This design comes from an exercise in tuning for small area, a short achievable clock period and few clock cycles per item on the open sky130 flow, not from production work. Only simulation tests tie the RTL to the original design; equivalence was not proved.

==> flow/design.v (outline; a module is shown in full before it is edited, if it fits) <==
// module neuron_visit: 1800 lines
module neuron_visit (
    input  wire        clk,
    input  wire        rst,
    input  wire        cfg_wide,       
    input  wire [6:0]  cfg_step,       
    input  wire        pop_reset,      
    input  wire        pop_clocked,    
    input  wire [3:0]  pop_refract,    
    input  wire [22:0] pop_theta,      
    input  wire [23:0] pop_rest,       
    input  wire [7:0]  pop_d,          
    input  wire [15:0] pop_bias,       
    input  wire        pop_gated,      
    output wire [6:0]  f_addr,
    input  wire [24:0] f_data,
    input  wire        in_valid,
    output wire        in_ready,
    input  wire [63:0] in_rec,
    input  wire [31:0] in_acc,
    input  wire [31:0] in_late,
    input  wire        in_touched,
    output wire        out_valid,
    input  wire        out_ready,
    output wire [63:0] out_rec,
    output wire [3:0]  out_n,
    output wire        out_rest,
    output wire        out_refr_drop,
    output wire        out_gated,
    output wire        out_sat,
    output wire        out_clip
);
  // ...
==> flow/flow/run.sh <==
#!/bin/bash
# Standard layout, with repair_timing asked for extra setup slack so that the
# layout is optimised toward the period the design can reach (the SDC is unchanged).
set -euo pipefail
MARGIN=$(cat flow/margin.txt)
bash standard.sh SETUP_SLACK_MARGIN=$MARGIN finish > flow_standard.log 2>&1
==> flow/flow/margin.txt <==
17.7
==> flow/standard.sh <==
#!/bin/bash
# synth_recipe.tcl (not shown) runs the flow's synth.tcl, then flattens the netlist and writes it again
# the make line also repeats each setting of config.mk as NAME=value (left out here)
make -C /OpenROAD-flow-scripts/flow DESIGN_CONFIG=/design/flow/config.mk WORK_HOME=/design/flow/orfs CLKGATE_MAP_FILE= SYNTH_SCRIPT=/design/flow/synth_recipe.tcl "${@:-finish}"
==> flow/config.mk <==
export PLATFORM = sky130hd
export DESIGN_NAME = neuron_visit
export DESIGN_NICKNAME = neuron_visit
export VERILOG_FILES = /design/flow/design.v
export SDC_FILE = /design/flow/constraint.sdc
export NUM_CORES = 4
export LEC_CHECK = 0
export ABC_CLOCK_PERIOD_IN_PS = 6000
export CAP_MARGIN = 20
export CORE_MARGIN = 2
export CORE_UTILIZATION = 50
export SLEW_MARGIN = 20
==> flow/constraint.sdc <==
create_clock -name core_clock -period 24.0 [get_ports {clk}]
set_input_delay 4.8000 -clock core_clock [delete_from_list [all_inputs] [get_ports {clk}]]
set_output_delay 4.8000 -clock core_clock [all_outputs]
set_load 0.01 [all_outputs]
==> metrics.yaml, run 1 <==
synth_top_area_frac: 0.306
cts_resized: 209
largest_cell_class: "multi-input gates"
crit_required_ns: 24.56
ctsHoldBuffers: 0
synth_compound_area_frac: 0.155
nFlopsAndLatches: 733
die_h_um: 349
clock_path_buffers: 3
cts_buffers: 82
wl_met1_um: 70800
status: "no timing/DRC/antenna violations"
clkbuf_count: 105
firstDrtPassIters: 6
hold_start: "p1_rb[7]"
finClkSkew_ns: 0.0381
seq_share: 0.300
clock_area_frac: 0.0391
crit_family: "buffers and inverters"
timing.final.ws_setup_ns: 17.76
syn_area_per_cell_um2: 10.6
r2r_slack_ns: 17.76
ys_top_cells_by_area: "edfxtp_1 (31%), fa_1 (15%), ha_1 (8.7%)"
final_cells: 7552
diodes: 0
syn2layout_area_growth_pct: 16.4
nonClkBufAreaFrac: 0.0754
insertion_delay_ns: 0.70
rr_endpoint: "o_hi[14]"
top_layer_used: "met4"
syn_inst: 5607
finalCritPeriodShare: 0.260
hpwl_um: 123000
setup_tns_ns: 0
drive_above_1_share: 0.114
cts_root_buf: "clkbuf_16"
mostFrequentLayoutCell: "edfxtp_1"
period_needed_ns: 6.24
grt_pass1_vias: 43900
gr-usage-met2: 0.450
path_clk_slew_ns: 0.06
Testbench counts, summed over its fixed seeds: cycles 16,384, items 16,000.
==> inputs of run 2 (changes only) <==
==> flow/flow/run.sh (replaced) <==
#!/bin/bash
# Standard layout, with two changes to how it is made (the SDC is unchanged):
# repair_timing is asked for extra setup slack so that the layout is optimised
# toward the period the design can reach, and the port buffers are plain
# buffers (buf_1) rather than the smallest-drive cell buffer_ports picks.
set -euo pipefail
MARGIN=$(cat flow/margin.txt)
bash standard.sh SETUP_SLACK_MARGIN=$MARGIN "BUFFER_PORTS_ARGS=-buffer_cell sky130_fd_sc_hd__buf_1" finish > flow_standard.log 2>&1
==> flow/flow/margin.txt (replaced) <==
18.1
==> run 2 against run 1 <==
  * Still clean on timing, DRC and antenna
  * Critical path depth decreased by 5
  * Sequential share of layout area decreased by 0.19 points
  * Non-clock buffer count increased by 94
  * Sequential cell count unchanged
  * Maximum frequency increased by 1.0%
  * Cell area increased by 0.74%
  * Register-to-register slack improved by 0.08 ns
  * Clock skew increased by 0.0042 ns
  * Area after synthesis unchanged
  * Wire length increased by 2.3%
  * Critical path type is now register to output port
  * Highest routed layer is now met5
==> metrics.yaml, run 2 <==
status: "no timing/DRC/antenna violations"
yosysSeqAreaShare: 0.349
finalCritPeriodShare: 0.258  # -0.00261
firstDrtPassIters: 6  # unchanged
crit_arrival_ns: 1.38
cts_root_buf: "clkbuf_16"
antenna_found_initial: 7
ys_top_cells_by_area: "edfxtp_1 (31%), fa_1 (15%), ha_1 (8.7%)"
synth_seq_cells: 733
synth_common_cells: "edfxtp_1 (606), inv_1 (600), xnor2_1 (461)"
cp_slowest_cell: "edfxtp_1"
die_area_mm2: 0.122
cp-end-kind: "output port"
drv_slew: 0
max_cap_violations: 0
cts_tree: "built"
grt.overflow.total: 0
worstMarginPinSlew_ns: 1.18
yosysWarnings: 1
vias: 44700
synth_area_mm2: 0.0595
start_kind: "register"
initial_core_util: 0.504
nets: 7155
hold_viol: 0
reg.largest.list: "o_hi: 48 flops, s_hi: 48 flops"
vias_per_cell: 5.84
final_cell_mix: "edfxtp_1 (606), inv_1 (576), xnor2_1 (458)"
syn_area_per_cell_um2: 10.6  # unchanged
grt_setup_unrepaired: "yes"
cts_sinks: 733
drt_iter0_markers: 3967
portBuffers: 318
gp_congestion: 0.957
drive_above_1_share: 0.168  # +0.0539
ys.flop_type: "edfxtp_1"
insertion_delay_ns: 0.70  # about the same
path_class: "register to output port"
fmax_mhz: 162
grt_pass1_wl_um: 263000
setup_viol_count_final: 0
wl_um: 174000
path_clk_slew_ns: 0.06  # about the same
setup_tns_ns: 0  # unchanged
period_needed_ns: 6.18  # -0.0627 ns
io-pin-count: 326
hpwl_um: 122000  # -0.28%
synth_top_cell_by_area: "edfxtp_1"
place_area_mm2: 0.0623
grt_pass1_vias: 44500  # +1.3%
crit_family: "flip-flops"
syn_inst: 5607  # unchanged
crit_required_ns: 19.20  # -5.36 ns
synth_most_common_cell: "edfxtp_1"
cpPeakStageDelay_ns: 0.51
cts_buffers: 81  # -1.2%
path_cells: "buf_1"
die_h_um: 349  # unchanged
mostFrequentLayoutCell: "edfxtp_1"
synth_cell_types: 96
hp-class: "register to register"
std_cell_rows: 126
die_w_um: 349
synth_edf_count: 606
synthArstFlopShare: 0
syn2layout_area_growth_pct: 17.3
slew_headroom: 0.217
finClkSkew_ns: 0.0423  # +0.00421 ns
clock_path_buffers: 3  # unchanged
core-area_mm2: 0.118
synth_top_area_frac: 0.306  # unchanged
r2r_slack_ns: 17.84  # +0.08 ns
grt_max_degree: 149
crit_buf_inv: 1
final_area_mm2: 0.0698
wl_per_cell_um: 22.8
cts.htree.levels: 3
antenna_left: 0
route.detailed.drc: 0
crit_path_max_fanout: 1
grt_usage: 0.282
-- run 2: cell counts after synthesis --
Identical to the previous run, type by type.
-- run 2: path summary, 6_finish.rpt --
kind,to,cells past startpoint,start
setup / recovery,out_rec[32],1,o_hi[16]
hold / removal,p2_rb[13],0,p1_rb[13]
setup reg to reg,o_hi[15],26,p5_vs[5]
hold reg to reg,p2_rb[13],0,p1_rb[13]
-- run 2: stage by stage --
step                instances  utilization  setup slack [ns]  hold WS (ns)
floorplan                5610            -             17.56         0.400
global placement         7238        0.527             16.10         0.402
CTS                      7558        0.573             17.70         0.398
finish                   7648        0.591             17.82         0.401
detailed placement       7238        0.527             16.07         0.405
global route             7647        0.591             17.67         0.409
-- run 2: kinds of logic (layout without fill, tap and decap cells) --
logic type | count (synthesis) | after routing | synth area share
AO/OA/AOI/OAI | 1331 | 1333 | 0.155
AND/OR/NAND/NOR | 994 | 997 | 0.0834
buffers and inverters | 939 | 1435 | 0.0597
adder cells (fa/ha/maj) | 867 | 867 | 0.240
flip-flops | 733 | 733 | 0.349
XOR/XNOR | 635 | 635 | 0.0935
multiplexers | 107 | 107 | 0.0199
other | 1 | 5 | 0.0000630
-- run 2: layout make-up --
cell class	count	area (um^2)
Clock buffer	111	2340
Antenna cell	1	2.50
Multi-Input combinational cell	3943	37300
Sequential cell	733	20800
Tap cell	1536	1920
Clock inverter	39	452
Inverter	611	2370
Timing Repair Buffer	674	4610
Fill cell	10000	48300
-- run 2: what timing repair did --
item	CTS	global route
pin swaps	97	134
gates cloned	10	2
buffers inserted	160	87
setup endpoints to repair	187	198
hold buffers	0	0
gates resized for setup	298	330
-- run 2: per-layer routing --
layer | vias to the layer above | GRT usage | routed length [um]
met5 | - | 0 | 37
met4 | 6 | 0.123 | 7900
met3 | 399 | 0.0479 | 12200
met2 | 1826 | 0.451 | 80600
met1 | 21900 | 0.377 | 73200
li1 | 20500 | - | -
==> inputs of run 3 (changes only) <==
==> flow/flow/margin.txt (replaced) <==
17.7
==> run 3 against run 2 <==
  * Still clean
  * Sequential share of layout area up 0.94 points
  * Area after synthesis unchanged
  * Synthesized cell count unchanged
  * Die area unchanged
  * Register-to-register slack worse by 0.06 ns
  * Critical endpoint is now o_hi[15]
  * Highest routed layer is now met4
==> metrics.yaml, run 3 <==
initial_core_util: 0.504  # unchanged
wl_per_cell_um: 22.2  # -2.4%
std_cell_rows: 126  # unchanged
nets: 7058  # -1.4%
synth_most_common_cell: "edfxtp_1"
gp_congestion: 0.957  # about the same
grt_max_degree: 81  # -46%
holdPathEnd: "p4_a[28]"
synth_edf_count: 606  # unchanged
drive_above_1_share: 0.117  # -0.0514
hpwl_um: 119000  # -2.8%
fmax_mhz: 161  # -0.56%
rr_endpoint: "o_hi[15]"
antenna_left: 0  # unchanged
insertion_delay_ns: 0.71  # about the same
status: "no timing/DRC/antenna violations"
vias: 43800  # -2.0%
cp_slowest_cell: "edfxtp_1"
grt_pass1_vias: 43300  # -2.7%
core-area_mm2: 0.118  # unchanged
firstDrtPassIters: 6  # unchanged
synth_common_cells: "edfxtp_1 (606), inv_1 (600), xnor2_1 (461)"
vias_per_cell: 5.80  # -0.76%
cts_sinks: 733  # unchanged
mostFrequentLayoutCell: "edfxtp_1"
grt.overflow.total: 0  # unchanged
synth_top_area_frac: 0.306  # unchanged
path_cells: "ha_1 -> nor2b_4 -> o31a_1 -> o41a_1 -> nor2_2 -> o211ai_1 -> buf_4 -> a41o_4 -> o311ai_4 -> a21boi_4 -> ha_4 -> nor2b_4 -> o31a_1 -> o41ai_4 -> o21ai_2 -> a221o_1 -> a41o_4 -> a21oi_4 -> buf_6 -> nor2_1 -> a311oi_4 -> o31ai_2 -> mux2_2"
synthArstFlopShare: 0  # unchanged
clock_path_buffers: 3  # unchanged
drt_iter0_markers: 3724  # -6.1%
antenna_found_initial: 3  # -4
ys.flop_type: "edfxtp_1"
slew_headroom: 0.242  # +0.0257
die_area_mm2: 0.122  # unchanged
grt_setup_unrepaired: "yes"
die_h_um: 349  # unchanged
crit_path_max_fanout: 7  # +6
grt_usage: 0.272  # -0.0101
syn2layout_area_growth_pct: 13.6
synth_area_mm2: 0.0595  # unchanged
whs_ns: 0.402  # +0.000983 ns
ctsHoldBuffers: 0  # unchanged
synth_top_cell_by_area: "edfxtp_1"
hold_depth: 0  # unchanged
path_clk_slew_ns: 0.06  # about the same
period_needed_ns: 6.22  # +0.0350 ns
final_cell_mix: "edfxtp_1 (606), inv_1 (587), xnor2_1 (458)"
setup_viol_count_final: 0  # unchanged
synth_cell_types: 96  # unchanged
setup_tns_ns: 0  # unchanged
hp-class: "register to register"
finClkSkew_ns: 0.0937  # +0.0513 ns
drv_slew: 0  # unchanged
cpPeakStageDelay_ns: 0.44  # -0.07 ns
io-pin-count: 326  # unchanged
start_kind: "register"
r2r_slack_ns: 17.78  # -0.06 ns
route.detailed.drc: 0  # unchanged
crit_arrival_ns: 6.68  # +5.30 ns
syn_area_per_cell_um2: 10.6  # unchanged
cts_root_buf: "clkbuf_16"
hold_viol: 0  # unchanged
r2r_cells: 23  # -12%
die_w_um: 349  # unchanged
cts_buffers: 83  # +2.5%
cts.htree.levels: 3  # unchanged
portBuffers: 318  # unchanged
syn_inst: 5607  # unchanged
finalCritPeriodShare: 0.259  # +0.00146
startpoint: "p5_vs[4]"
cp-end-kind: "register"
yosysWarnings: 1  # unchanged
max_cap_violations: 0  # unchanged
reg.largest.list: "o_hi: 48 flops, s_hi: 48 flops"
grt_pass1_wl_um: 255000  # -3.3%
final_cells: 7554  # -1.2%
place_inst: 7239  # +0.014%
cts_tree: "built"
yosysSeqAreaShare: 0.349  # unchanged
worstMarginPinSlew_ns: 1.14  # -0.0386 ns
crit_required_ns: 24.46  # +5.26 ns
synth_seq_cells: 733  # unchanged
path_class: "register to register"
ys_top_cells_by_area: "edfxtp_1 (31%), fa_1 (15%), ha_1 (8.7%)"
wl_um: 168000  # -3.6%
hold_start: "p3_inp[28]"
r2r_start: "p5_vs[4]"
-- run 3: cell families after synthesis --
family	count (synthesis)	share of synthesized area
xor gates and xnor gates	635	0.0935
buffers and inverters	939	0.0597
adders and majority gates	867	0.240
and+or+nand+nor	994	0.0834
DFF	733	0.349
other	1	0.0000630
muxes	107	0.0199
AOI/OAI and AO/OA	1331	0.155
-- run 3: final cells by class --
type / instances / area [um^2]
clock inverter: 46 / 517
fill: 10200 / 50500
antenna: 1 / 2.50
multi-input combinational: 3940 / 36300
inverter: 611 / 2330
sequential: 733 / 20800
tap: 1536 / 1920
timing repair buffer: 578 / 3350
clock buffer: 109 / 2360
-- run 3: worst max path at each step --
stage | cells past startpoint | endpoint | slack, ns
after floorplan | 7 | c_rsat[10] | 17.56
after global placement | 22 | o_hi[30] | 15.75
after detailed placement | 22 | o_hi[30] | 15.73
after CTS | 25 | o_hi[15] | 17.70
after global routing | 26 | o_hi[45] | 17.60
final | 23 | o_hi[15] | 17.78
-- run 3: routing by layer --
metal | up-vias | global-route usage | routed length, um
li1 | 20400 | - | -
met1 | 21400 | 0.367 | 71400
met2 | 1684 | 0.435 | 77300
met3 | 399 | 0.0424 | 11300
met4 | 0 | 0.117 | 7760
met5 | - | 0 | 0
-- run 3: metrics by stage --
step / util / instance area (um^2) / setup WS [ns]
2_1_floorplan: - / 59500 / 17.56
3_3_place_gp: 0.526 / 62200 / 15.75
3_5_place_dp: 0.526 / 62200 / 15.73
4_1_cts: 0.561 / 66300 / 17.70
5_1_grt: 0.572 / 67600 / 17.60
6_report: 0.572 / 67600 / 17.78
-- run 3: critical path: cells and delay by family, from the launching register on --
kind | cells | cell delay, ns
flip-flops | 1 | 0.44
adder cells (fa/ha/maj) | 2 | 0.58
AO/OA/AOI/OAI | 14 | 3.83
buffers and inverters | 2 | 0.36
AND/OR/NAND/NOR | 4 | 0.49
multiplexers | 1 | 0.28
-- run 3: repair_timing --
item                                   CTS  global route
gates resized for setup                139           142
pin swaps                               35            49
setup endpoints to repair               85            86
cloned                                   6             0
endpoints found under the hold margin    0             0
setup buffers                           74            79

[afterwards: timing with drivers on the ports]
Ports are ideal in the flow. The routed layouts listed here were re-timed in OpenROAD.
Step 1 sets driving cells, clkbuf_16 on the clock port and buf_2 on the other inputs (assumed; they add their load-dependent delay and slew).
Step 2 times the ports against the registers' clock, not the clock port: input delays grow and output delays shrink by t, the midpoint of the rising clock arrivals with the driver on.
Three values: ideal ports, drivers, drivers and shift; two values: the first two.
run | t, ns | slack for setup (ns) | hold WS [ns] | worst setup path after step 2 | worst slew at a driven data input, ns
run 1 | 0.753 | 17.756 / 17.699 / 17.056 | 0.401 / 0.401 / 0.401 | input to register | 0.08
run 2 | 0.752 | 17.819 / 17.742 / 17.355 | 0.401 / 0.401 / 0.401 | input to register | 0.08
run 3 | 0.742 | 17.784 / 17.784 / 17.173 | 0.402 / 0.402 / 0.402 | input to register | 0.08
After both steps every run listed still meets setup and hold. For run 1, which loses most, drivers alone change the setup slack by -0.057 ns; drivers and shift together by -0.700 ns.
